What follows belongs to an exercise in optimizing a design on an open flow for small area, a short achievable clock period and few clock cycles per item; a production flow would make more cautious choices.
RTL that was checked went through simulation tests only; none was proved equivalent to the original.
Power and IR drop assume default switching activity.

job 8923:
// lzw_enc
module lzw_enc (
    input  wire       clk,
    input  wire       rst,
    input  wire       in_valid,
    output wire       in_ready,
    input  wire [7:0] in_data,
    input  wire       in_last,
    input  wire       in_fc,
    output wire       out_valid,
    input  wire       out_ready,
    output wire [7:0] out_data,
    output wire       out_last
);
For scale: about 2300 flip-flops, about 25 I/O pins, ~99000 um2 of cells after synthesis.
==> flow/config.mk <==
export PLATFORM = sky130hd
export DESIGN_NAME = lzw_enc
export DESIGN_NICKNAME = lzw_enc
export VERILOG_FILES = /design/flow/design.v
export SDC_FILE = /design/flow/constraint.sdc
export NUM_CORES = 4
export LEC_CHECK = 0
export ABC_CLOCK_PERIOD_IN_PS = 3000
export CAP_MARGIN = 20
export CORE_MARGIN = 2
export CORE_UTILIZATION = 50
export CTS_BUF_LIST = sky130_fd_sc_hd__clkbuf_16
export CTS_CLUSTER_DIAMETER = 60
export CTS_CLUSTER_SIZE = 30
export SETUP_SLACK_MARGIN = 5
export SLEW_MARGIN = 20
export TNS_END_PERCENT = 10
==> flow/constraint.sdc <==
create_clock -name core_clock -period 10.0 [get_ports {clk}]
set_input_delay 2.0000 -clock core_clock [delete_from_list [all_inputs] [get_ports {clk}]]
set_output_delay 2.0000 -clock core_clock [all_outputs]
set_load 0.01 [all_outputs]
standard.sh (not shown) runs the stock make flow with config.mk's settings and CLKGATE_MAP_FILE= SYNTH_SCRIPT=/design/flow/synth_recipe.tcl, a recipe that flattens the netlist after the stock synthesis.
==> flow/flow/run.sh <==
#!/bin/bash
# The standard layout (standard.sh), with repair_timing aiming for a larger setup margin.
set -euo pipefail
sed 's/SETUP_SLACK_MARGIN=[0-9.]*/SETUP_SLACK_MARGIN=7.5/' standard.sh > standard_margin.sh
bash standard_margin.sh > standard.log 2>&1
Relative to job 8923, the following input files were edited for job 8504:
Settings: TNS_END_PERCENT: 10 -> 3.
diff --git a/flow/flow/run.sh b/flow/flow/run.sh
--- a/flow/flow/run.sh
+++ b/flow/flow/run.sh
@@ -4 +4 @@
-sed 's/SETUP_SLACK_MARGIN=[0-9.]*/SETUP_SLACK_MARGIN=7.5/' standard.sh > standard_margin.sh
+sed 's/SETUP_SLACK_MARGIN=[0-9.]*/SETUP_SLACK_MARGIN=7/' standard.sh > standard_margin.sh
==> comparison <==
- Compared with job 8923, job 8504 shows a required time reported for the critical path endpoint that is 0.11 ns lower.
- Register fraction of the total cell area for job 8504: 2.1 points up relative to job 8923
- Lower synthesis-to-layout area growth was reported by job 8504, not job 8923.
- The higher final net count of job 8923 and job 8504 is in job 8923.
- Job 8504 vs job 8923 on multi-input combinational cell area: job 8504 is the lower one.
- Job 8923 → job 8504: count of clock buffers in the final design shows a reduction of about 3%, worst setup slack saw a decrease.
#### Input delta (job 4771 over job 8504)
Settings: TNS_END_PERCENT: 3 -> 10; CORE_UTILIZATION: 50 -> 60.
--- outcome ---
Combinational fraction of design power: job 4771 higher than job 8504. Diff job 8504 -> job 4771 | area of the multi-input gates | decrease of 0.96%. Having completed the whole flow, job 4771 delivered a layout that passed the timing, design-rule and antenna checks. In job 4771, post-detailed-routing wire length is higher than in job 8504. | mean number of vias per cell | higher: job 4771 |.
The inputs of job 349 differ from those of job 4771 as listed below.
Settings: CTS_CLUSTER_SIZE now 15, was 30; CORE_UTILIZATION now 50, was 60; CTS_BUF_LIST now sky130_fd_sc_hd__clkbuf_8, was sky130_fd_sc_hd__clkbuf_16; CTS_CLUSTER_DIAMETER now 40, was 60.
Results
Summary — core utilization of the finished layout, job 349 relative to job 4771: lower, by 8.5 points. Comparing job 4771 and job 349, the lower smallest hold slack is on job 4771. Compared with job 4771, job 349 instantiates a larger number of standard cells.
Function was not checked in any run of this note: the RTL went through the layout flow alone.

* * *

== before ==
The RTL this note starts from:
==> flow/design.v <==
module lzw_enc (
    input  wire       clk,
    input  wire       rst,
    input  wire       in_valid,
    output wire       in_ready,
    input  wire [7:0] in_data,
    input  wire       in_last,
    input  wire       in_fc,
    output wire       out_valid,
    input  wire       out_ready,
    output wire [7:0] out_data,
    output wire       out_last
);
    localparam PB = 48;    
    reg        kv, kl, kf;      
    reg  [7:0] kd;
    reg        f0v, f0l, f0f;   
    reg  [7:0] f0d;
    reg        f1v, f1l, f1f;   
    reg  [7:0] f1d;
    reg        irdy;            
    assign in_ready = irdy;
    wire take_in = in_valid & irdy;
    reg  [8:0] w;       
    reg        wv;      
    reg        tl;      
    reg        fc;      
    reg        pend;    
    reg  [7:0] nx;      
    reg  [8:0] dp [2:127];
    reg  [7:0] db [2:127];
    reg        ev;      
    reg  [8:0] ec;      
    reg        eclr;    
    reg        etl;     
    reg  [PB-1:0]   pb;
    reg  [5:0]      pc;
    reg  [PB/8-1:0] lb;      
    reg             ov;
    assign out_valid = ov;
    assign out_data  = pb[7:0];
    assign out_last  = lb[0];
    reg  stall_s, stall_t;
    wire [5:0] e_room = !ev ? 6'd0 :
                        (eclr & etl) ? 6'd34 :
                        etl ? 6'd25 :
                        eclr ? 6'd18 : 6'd9;
    wire tgo   = tl & ~stall_t;                     
    wire go    = kv & (tl ? ~stall_t : ~stall_s);   
    wire load_k = (go | ~kv) & f0v;                 
    wire [7:0] kn = load_k ? f0d : kd;              
    wire [15:0] grp_gt, grp_eq;
    wire [7:0]  pos_gt, pos_eq;
    genvar g;
    generate
        for (g = 0; g < 16; g = g + 1) begin : g_grp
            assign grp_gt[g] = nx[7] | (nx[6:3] > g);
            assign grp_eq[g] = ~nx[7] & (nx[6:3] == g);
        end
        for (g = 0; g < 8; g = g + 1) begin : g_pos
            assign pos_gt[g] = nx[2:0] > g;
            assign pos_eq[g] = nx[2:0] == g;
        end
    endgenerate
    reg  [127:2] c;
    reg          jc;
    reg          rep;
    reg  [6:0]   rc;
    wire [127:0] m;
    assign m[1:0] = 2'b00;
    generate
        for (g = 2; g < 128; g = g + 1) begin : g_ent
            wire vld = grp_gt[g >> 3] | (grp_eq[g >> 3] & pos_gt[g & 7]);
            wire wen = grp_eq[g >> 3] & pos_eq[g & 7];
            assign m[g] = c[g] && !jc && (dp[g] == w);
            always @(posedge clk) begin
                c[g] <= vld && (db[g] == kn);
                if (wen) begin
                    dp[g] <= w;
                    db[g] <= kd;
                end
            end
        end
    endgenerate
    wire mb  = rep && (w[7:0] == kd);
    wire hit = (|m) | mb;
    wire [6:0] hj;
    generate
        for (g = 0; g < 7; g = g + 1) begin : g_enc
            wire [127:0] sel;
            genvar j;
            for (j = 0; j < 128; j = j + 1) begin : g_b
                if (((j >> g) & 1) != 0) begin : g_on
                    assign sel[j] = m[j];
                end else begin : g_off
                    assign sel[j] = 1'b0;
                end
            end
            assign hj[g] = (|sel) | (mb & rc[g]);
        end
    endgenerate
    wire [6:0] hj0;
    generate
        for (g = 0; g < 7; g = g + 1) begin : g_enc0
            wire [127:0] sel;
            genvar j;
            for (j = 0; j < 128; j = j + 1) begin : g_b
                if (((j >> g) & 1) == 0) begin : g_on
                    assign sel[j] = m[j];
                end else begin : g_off
                    assign sel[j] = 1'b0;
                end
            end
            assign hj0[g] = (|sel) | (mb & ~rc[g]);
        end
    endgenerate
    wire [8:0] w_nx = {wv & (hj[1] | hj0[1]),
                       kd[7] & ~(wv & (hj[0] | hj0[0])),
                       (wv ? hj : 7'd0) | (kd[6:0] & ~(wv ? hj0 : 7'd0))};
    wire miss = go & wv & ~hit;
    wire [5:0] room_e = tgo ? (pend ? 6'd34 : 6'd25) : (pend ? 6'd18 : 6'd9);
    wire [5:0] room_h = tgo ? room_e : 6'd0;
    wire [5:0] room_m = (tgo | (go & wv)) ? room_e : 6'd0;
    wire       pend_h = (go & ~wv) ? 1'b0 : pend;
    wire       pend_m = ~pend & (nx == 8'd127) & fc;
    wire adv  = miss & ~pend & ~nx[7];       
    wire [26:0] ebits = !ev ? 27'd0 :
                        {(eclr & etl) ? 9'd257 : 9'd0,
                         eclr ? 9'd256 : (etl ? 9'd257 : 9'd0),
                         ec};
    wire [5:0]  e_n   = !ev ? 6'd0 :
                        (eclr & etl) ? 6'd27 :
                        (eclr | etl) ? 6'd18 : 6'd9;
    wire [PB-1:0] merged = pb | ({{(PB-27){1'b0}}, ebits} << pc);
    wire [6:0]  pc_s  = {1'b0, pc} + {1'b0, e_n};
    wire [6:0]  pc_r  = (ev & etl) ? ((pc_s + 7'd7) & 7'h78) : pc_s;
    wire [2:0]  lastb = pc_r[5:3] - 3'd1;
    wire [PB/8-1:0] lb_m = lb | ((ev & etl) ? ({{(PB/8-1){1'b0}}, 1'b1} << lastb) : {PB/8{1'b0}});
    wire pop = ov & out_ready;
    wire [6:0]  pc_n  = pop ? pc_r - 7'd8 : pc_r;
    wire [7:0]  base   = {2'b0, pc} + {2'b0, e_room};
    wire [7:0]  fill_h = base + {2'b0, room_h};
    wire [7:0]  fill_m = base + {2'b0, room_m};
    wire s_h0 = fill_h > PB - 9,  s_h0p = fill_h > PB - 1;
    wire s_h1 = fill_h > PB - 18, s_h1p = fill_h > PB - 10;
    wire s_m0 = fill_m > PB - 9,  s_m0p = fill_m > PB - 1;
    wire s_m1 = fill_m > PB - 18, s_m1p = fill_m > PB - 10;
    wire t_h  = fill_h > PB - 34, t_hp  = fill_h > PB - 26;
    wire t_m  = fill_m > PB - 34, t_mp  = fill_m > PB - 26;
    wire s_hn = pend_h ? s_h1  : s_h0;
    wire s_hp = pend_h ? s_h1p : s_h0p;
    wire s_mn = pend_m ? s_m1  : s_m0;
    wire s_mp = pend_m ? s_m1p : s_m0p;
    wire stall_s_h = pop ? s_hp : s_hn;
    wire stall_s_m = pop ? s_mp : s_mn;
    wire stall_t_h = pop ? t_hp : t_h;
    wire stall_t_m = pop ? t_mp : t_m;
    always @(posedge clk) begin
        if (rst) begin
            kv   <= 1'b0;
            f0v  <= 1'b0;
            f1v  <= 1'b0;
            irdy <= 1'b1;
            jc   <= 1'b1;
            rep  <= 1'b0;
            stall_s <= 1'b0;
            stall_t <= 1'b0;
            wv   <= 1'b0;
            tl   <= 1'b0;
            pend <= 1'b0;
            nx   <= 8'd2;
            ev   <= 1'b0;
            etl  <= 1'b0;
            pb   <= {PB{1'b0}};
            pc   <= 6'd0;
            lb   <= {PB/8{1'b0}};
            ov   <= 1'b0;
        end else begin
            ec <= w;
            if (load_k) begin
                kd <= f0d; kl <= f0l; kf <= f0f;
                kv <= 1'b1;
            end else if (go) begin
                kv <= 1'b0;
            end
            if (load_k || !f0v) begin
                if (f1v) begin
                    f0d <= f1d; f0l <= f1l; f0f <= f1f;
                    f0v  <= 1'b1;
                    f1v  <= 1'b0;
                    irdy <= 1'b1;
                end else begin
                    f0d <= in_data; f0l <= in_last; f0f <= in_fc;
                    f0v <= take_in;
                end
            end else if (take_in) begin
                f1d <= in_data; f1l <= in_last; f1f <= in_fc;
                f1v  <= 1'b1;
                irdy <= 1'b0;
            end
            jc <= go & (~wv | (miss & pend));
            if (go) begin
                rep <= adv & (w == {1'b0, kd});
                rc  <= nx[6:0];
            end
            if (go)
                w <= w_nx;
            if (go) begin
                if (!wv) begin
                    fc   <= kf;
                    nx   <= 8'd2;
                    pend <= 1'b0;
                end else if (!hit) begin
                    if (pend) begin
                        nx   <= 8'd2;
                        pend <= 1'b0;
                    end else if (!nx[7]) begin
                        nx <= nx + 8'd1;
                        if (nx == 8'd127 && fc)
                            pend <= 1'b1;
                    end
                end
                wv <= ~kl;
            end
            if (go && kl)
                tl <= 1'b1;
            else if (tgo)
                tl <= 1'b0;
            ev   <= miss | tgo;
            eclr <= pend;
            etl  <= tgo;
            pb <= pop ? (merged >> 8) : merged;
            lb <= pop ? (lb_m >> 1) : lb_m;
            pc <= pc_n[5:0];
            ov <= (pc_n >= 7'd8);
            stall_s <= miss ? stall_s_m : stall_s_h;
            stall_t <= miss ? stall_t_m : stall_t_h;
        end
    end
endmodule
clock: 10.0 ns
lec_check: 0
abc_clock_period_in_ps: 3000
cap_margin: 20
core_margin: 2
core_utilization: 50
cts_buf_list: sky130_fd_sc_hd__clkbuf_16
cts_cluster_diameter: 70
cts_cluster_size: 40
setup_slack_margin: 5
slew_margin: 20
tns_end_percent: 100
==> flow/flow/run.sh <==
#!/bin/bash
# The standard layout (standard.sh), with repair_timing aiming for a larger setup margin.
set -euo pipefail
sed 's/SETUP_SLACK_MARGIN=[0-9.]*/SETUP_SLACK_MARGIN=7/' standard.sh > standard_margin.sh
bash standard_margin.sh > standard.log 2>&1
Testbench counts of before, summed over its fixed seeds: cycles 87,750, items 85,491.
> inputs changed (before -> after)
Settings: a change of CTS_CLUSTER_SIZE from 40 to 30; a change of TNS_END_PERCENT from 100 to 10; a change of CTS_CLUSTER_DIAMETER from 70 to 60.
## What came out
Against before, after reports a number of ordinary inverters in the final layout that is lower.
Compared with before, after is hungrier on power.
Diff before..after | final area | negligible
Compared after vs before, and iteration-0 DRC count of the detailed router is up in after.
Min routed length on met3 across before and after: before
Relative to before, the count of buffers not belonging to the clock network in the layout of after is lower by 23.
Final weighted congestion of routability-driven global placement essentially unchanged between after and before.
Total of clock buffers placed in the layout (after vs. before) increases by more than 10%
The final reports for after and before show smallest setup slack after layout higher in the former.
Clock group share of total power, before and after: smaller value in before

[static timing again, ports no longer ideal]
The results above use ideal ports. As a check the final layouts listed here were re-extracted and re-timed, cells and wires unchanged.
Step 1 sets driving cells, clkbuf_16 on the clock port and buf_2 on the other inputs (assumed; they add their load-dependent delay and slew).
Step 2, shift: input delay + t, output delay - t, t = (earliest + latest rising clock arrival at the registers) / 2. This alone moves slack from input paths to output paths.
Three values: ideal, step 1, step 2; two values: the first two.
| run | t (ns) | setup WS [ns] | clock arrival spread, ns |
|---|---|---|---|
| job 8923 | 0.936 | 5.947 / 5.947 / 5.918 | 0.049 / 0.049 |
| job 8504 | 0.926 | 5.740 / 5.740 / 5.740 | 0.055 / 0.056 |
| job 4771 | 0.907 | 5.666 / 5.666 / 5.666 | 0.046 / 0.047 |
| job 349 | 1.176 | 5.814 / 5.814 / 5.814 | 0.099 / 0.099 |
| before | 0.938 | 6.037 / 6.037 / 5.620 | 0.066 / 0.066 |
| after | 0.950 | 6.111 / 6.111 / 5.750 | 0.061 / 0.062 |
After both steps every run listed still meets setup and hold. The setup slack of before, which loses most, moves by 0.000 ns with the drivers and by -0.417 ns with both steps.
